This is an optimization exercise on Yosys and OpenROAD, whose aim is small area, a short achievable clock period and few clock cycles per item, not a production implementation.
Only simulation tests tie the RTL to the original design; equivalence was not proved.
Power is estimated from default activity; no workload was simulated.

== v13 ==
Design wz_fxu, start of the top module:
module wz_fxu (
    input  wire        clk,
    input  wire        rst,
    input  wire        in_valid,
    output wire        in_ready,
    input  wire [4:0]  in_op,
    input  wire        in_q,       
    input  wire [1:0]  in_t,       
    input  wire [3:0]  in_x,       
    input  wire [63:0] in_a,
    input  wire [63:0] in_b,
    output reg         out_valid,
    output reg  [63:0] out_data,
    output reg         out_ill
);
Settings: LEC_CHECK=0, CAP_MARGIN=40, CORE_MARGIN=2, CORE_UTILIZATION=40, PLACE_DENSITY=0.6, SLEW_MARGIN=40, SYNTH_HIERARCHICAL=1; clock period 17.0 ns.
standard.sh (not shown) runs the stock make flow with config.mk's settings and CLKGATE_MAP_FILE= SYNTH_SCRIPT=/design/flow/synth_recipe.tcl, a recipe that flattens the netlist after the stock synthesis.
==> flow/flow/run.sh <==
#!/bin/bash
set -euo pipefail
bash standard.sh SETUP_SLACK_MARGIN=12 finish > make.log 2>&1
Testbench counts of v13, summed over its fixed seeds: cycles 12,032, items 12,000.
Inputs modified between v13 and v17:
diff --git a/flow/design.v b/flow/design.v
--- a/flow/design.v
+++ b/flow/design.v
@@ -932,18 +932,16 @@
     wire [80:0] ea = {ta[79], ta};
     wire [80:0] x_s, x_m;
     genvar g;
     generate
         for (g = 0; g < 81; g = g + 1) begin : g_csa
             wz_fxu_fa u_fa (.a(ea[g]), .b(s2[g]), .c(c2[g]), .s(x_s[g]), .co(x_m[g]));
         end
     endgenerate
-    wire        inj = trd3_2 & ta[79] & (pend2 ? ~(q2 ? &ta[39:0] : &ta[55:0])
-                                                :  (q2 ? |ta[39:0] : |ta[55:0]));
     wire [80:0] x_c = {x_m[79:0], cin2 | pend2};
     wire [80:0] sum = x_s + x_c;
     wire        t_ovf = (mac2 & (sum[80] ^ sum[79])) | (shl2 & ~mat2 & sh_ovf);
     wire        t_sgn = mac2 ? sum[80] : ta[79];
     wire        t_clamp = t_ovf & sat;
     wire [95:0] sh_x = shl2 ? {ta, 16'd0} : {{17{ta[79]}}, ta[79:1]};
     wire [3:0]  sh_m = shl2 ? ~x2 : x2;
     wire [95:0] sh_y = sh_x >> sh_m;
@@ -966,19 +964,16 @@
     wire [15:0] sh_neq;
     generate
         for (g = 0; g < 16; g = g + 1) begin : g_neq
             assign sh_neq[g] = ta[78-g] ^ ta[79];
         end
     endgenerate
     assign sh_ovf = |(sh_neq & (oh_x | lt_x));
     wire [79:0] t_new = (sh2 & ~mat2) ? sh_v : sum[79:0];
-    wire        tie_a = pend2 ? (q2 ? (~ta[39] & &ta[38:0]) : (~ta[55] & &ta[54:0]))
-                              : (q2 ? (ta[39] & ~|ta[38:0]) : (ta[55] & ~|ta[54:0]));
-    wire        q_fix = fix2 & (trd2 ? tie_a : tie2);
     wire [3:0]  e_we  = {4{v2}} & we2;
     wire [3:0]  tz_n  = rst ? 4'hF : (tz & ~e_we);
     wire [3:0]  cl_n  = (e_we & {4{t_clamp}}) | (~e_we & cl);
     wire [3:0]  pd_n  = (e_we & {4{shr2 & ~mat2 & sh_inc}}) | (~e_we & pd);
     wire [3:0]  sg_n  = (e_we & {4{t_sgn}}) | (~e_we & sg);
     wire [3:0]  sel_n = (v2 & mat2) ? sel2 : ({4{rd_any}} & (4'd1 << rsel_t));
     wire [3:0]  rc_n  = sel_n & ~tz_n & cl_n;
     wire        c_lo_n = |(rc_n & ~sg_n);
@@ -998,42 +993,48 @@
         k_d  <= c_lo_n | (~q_n & (rco_n | rch_n));
         k_e  <= c_lo_n;
         k_f  <= |(rc_n & sg_n);
         if (e_we[0]) till0 <= t_new;
         if (e_we[1]) till1 <= t_new;
         if (e_we[2]) till2 <= t_new;
         if (e_we[3]) till3 <= t_new;
     end
-    reg        inj3;
+    reg        trd3_3, trd2_3, tie3;
     reg        v3, qop3, q3, fix3, sat3, tsvl3, tsvh3, crd3, cwr3, cwsov3, ill3, tcl3;
     reg [1:0]  rm3;
     reg [80:0] f3;
     always @(posedge clk) begin
         if (rst) v3 <= 1'b0;
         else     v3 <= v2 & ~mat2;
         f3     <= sum;
         qop3   <= qop2;
         q3     <= q2;
-        fix3   <= q_fix;
-        inj3   <= inj;
+        fix3   <= fix2;
+        trd2_3 <= trd2;
+        trd3_3 <= trd3_2;
+        tie3   <= tie2;
         sat3   <= sat;
         rm3    <= rm;
         tsvl3  <= tsvl2;
         tsvh3  <= tsvh2;
         crd3   <= crd2;
         cwr3   <= cwr2;
         cwsov3 <= cwsov2;
         ill3   <= ill2;
         tcl3   <= t_clamp;
     end
     wire [40:0] q_v0  = {f3[80:56], q3 ? f3[55:40] : 16'd0};
     wire [40:0] q_lsb = q3 ? 41'd1 : 41'h10000;
-    wire [40:0] q_v1  = q_v0 + ({41{inj3}} & q_lsb);
-    wire [40:0] q_v   = q_v1 & ~({41{fix3}} & q_lsb);
+    wire        r_nz  = q3 ? |f3[39:0] : |f3[55:0];
+    wire        inj3  = trd3_3 & f3[80] & r_nz;
+    wire        q_fix = fix3 & (trd2_3 ? ~r_nz : tie3);
+    wire [40:0] q_up  = q_v0 + q_lsb;
+    wire [40:0] q_v1  = inj3 ? q_up : q_v0;
+    wire [40:0] q_v   = q_v1 & ~({41{q_fix}} & q_lsb);
     wire [31:0] q_w   = q3 ? q_v[31:0] : {q_v[31:16], 16'd0};
     wire        q_in  = (q_v[40:31] == 10'd0) | (q_v[40:31] == 10'h3FF);
     wire        q_clamp = ~q_in & sat3;
     wire [31:0] q_c   = q_clamp ? {q_v[40], {31{~q_v[40]}}} : q_w;
     wire [63:0] q_out = q3 ? {{32{q_c[31]}}, q_c} : {{48{q_c[31]}}, q_c[31:16]};
     wire [63:0] res = qop3  ? q_out :
                       tsvl3 ? f3[63:0] :
                       tsvh3 ? {48'd0, f3[79:64]} :
Results
Diff v17 and v13: clock power share lower in v17
For the post-layout total power, v17 came in 8.2% higher than v13 did.
What v17 reported for number of distinct library cell variants in the gate-level netlist after synthesis has to be multiplied by 0.865 to get the figure for v13.
v17: combined flip-flop and latch cell area is about 0.33% higher than what v13 reported.
Hold slack for v17 is lower than for v13.
v13 → v17: antenna diode count went up, vertical extent of the die went up.
v17 gives less synthesized cell count than v13 did.
Compared with v13, in v17 worst setup slack after layout went up; initial antenna violation count picked up an extra 12; area of combinational cells with multiple inputs picked up an extra 1.3%.
Cell count: v13 vs v17, no meaningful difference
In summary, v17 completed successfully, with a layout that passed the timing, DRC and antenna checks.
Looking at die area, v17 sits above v13.
Testbench counts of v17, summed over its fixed seeds: cycles 12,032, items 12,000.

## static timing again, ports no longer ideal
In the flow no input, the clock included, has a driving cell. The finished layouts below were timed again as built, in two steps. Step 1 assumes that a clkbuf_16 drives the clock port and a buf_2 every other input. Step 2, shift: input delay + t, output delay - t, t = (earliest + latest rising clock arrival at the registers) / 2. This alone moves slack from input paths to output paths. Slacks: ideal / step 1 / step 2; pairs: ideal / step 1.
run	t (ns)	setup WS [ns]	worst setup path at the end	pins driven straight from the clock port
v13	0.788	11.419 / 11.419 / 11.067	input to register	1
v17	0.795	11.649 / 11.649 / 11.177	input to register	1
After both steps every run listed still meets setup and hold. For v17, which loses most, drivers alone change the setup slack by 0.000 ns; drivers and shift together by -0.472 ns.
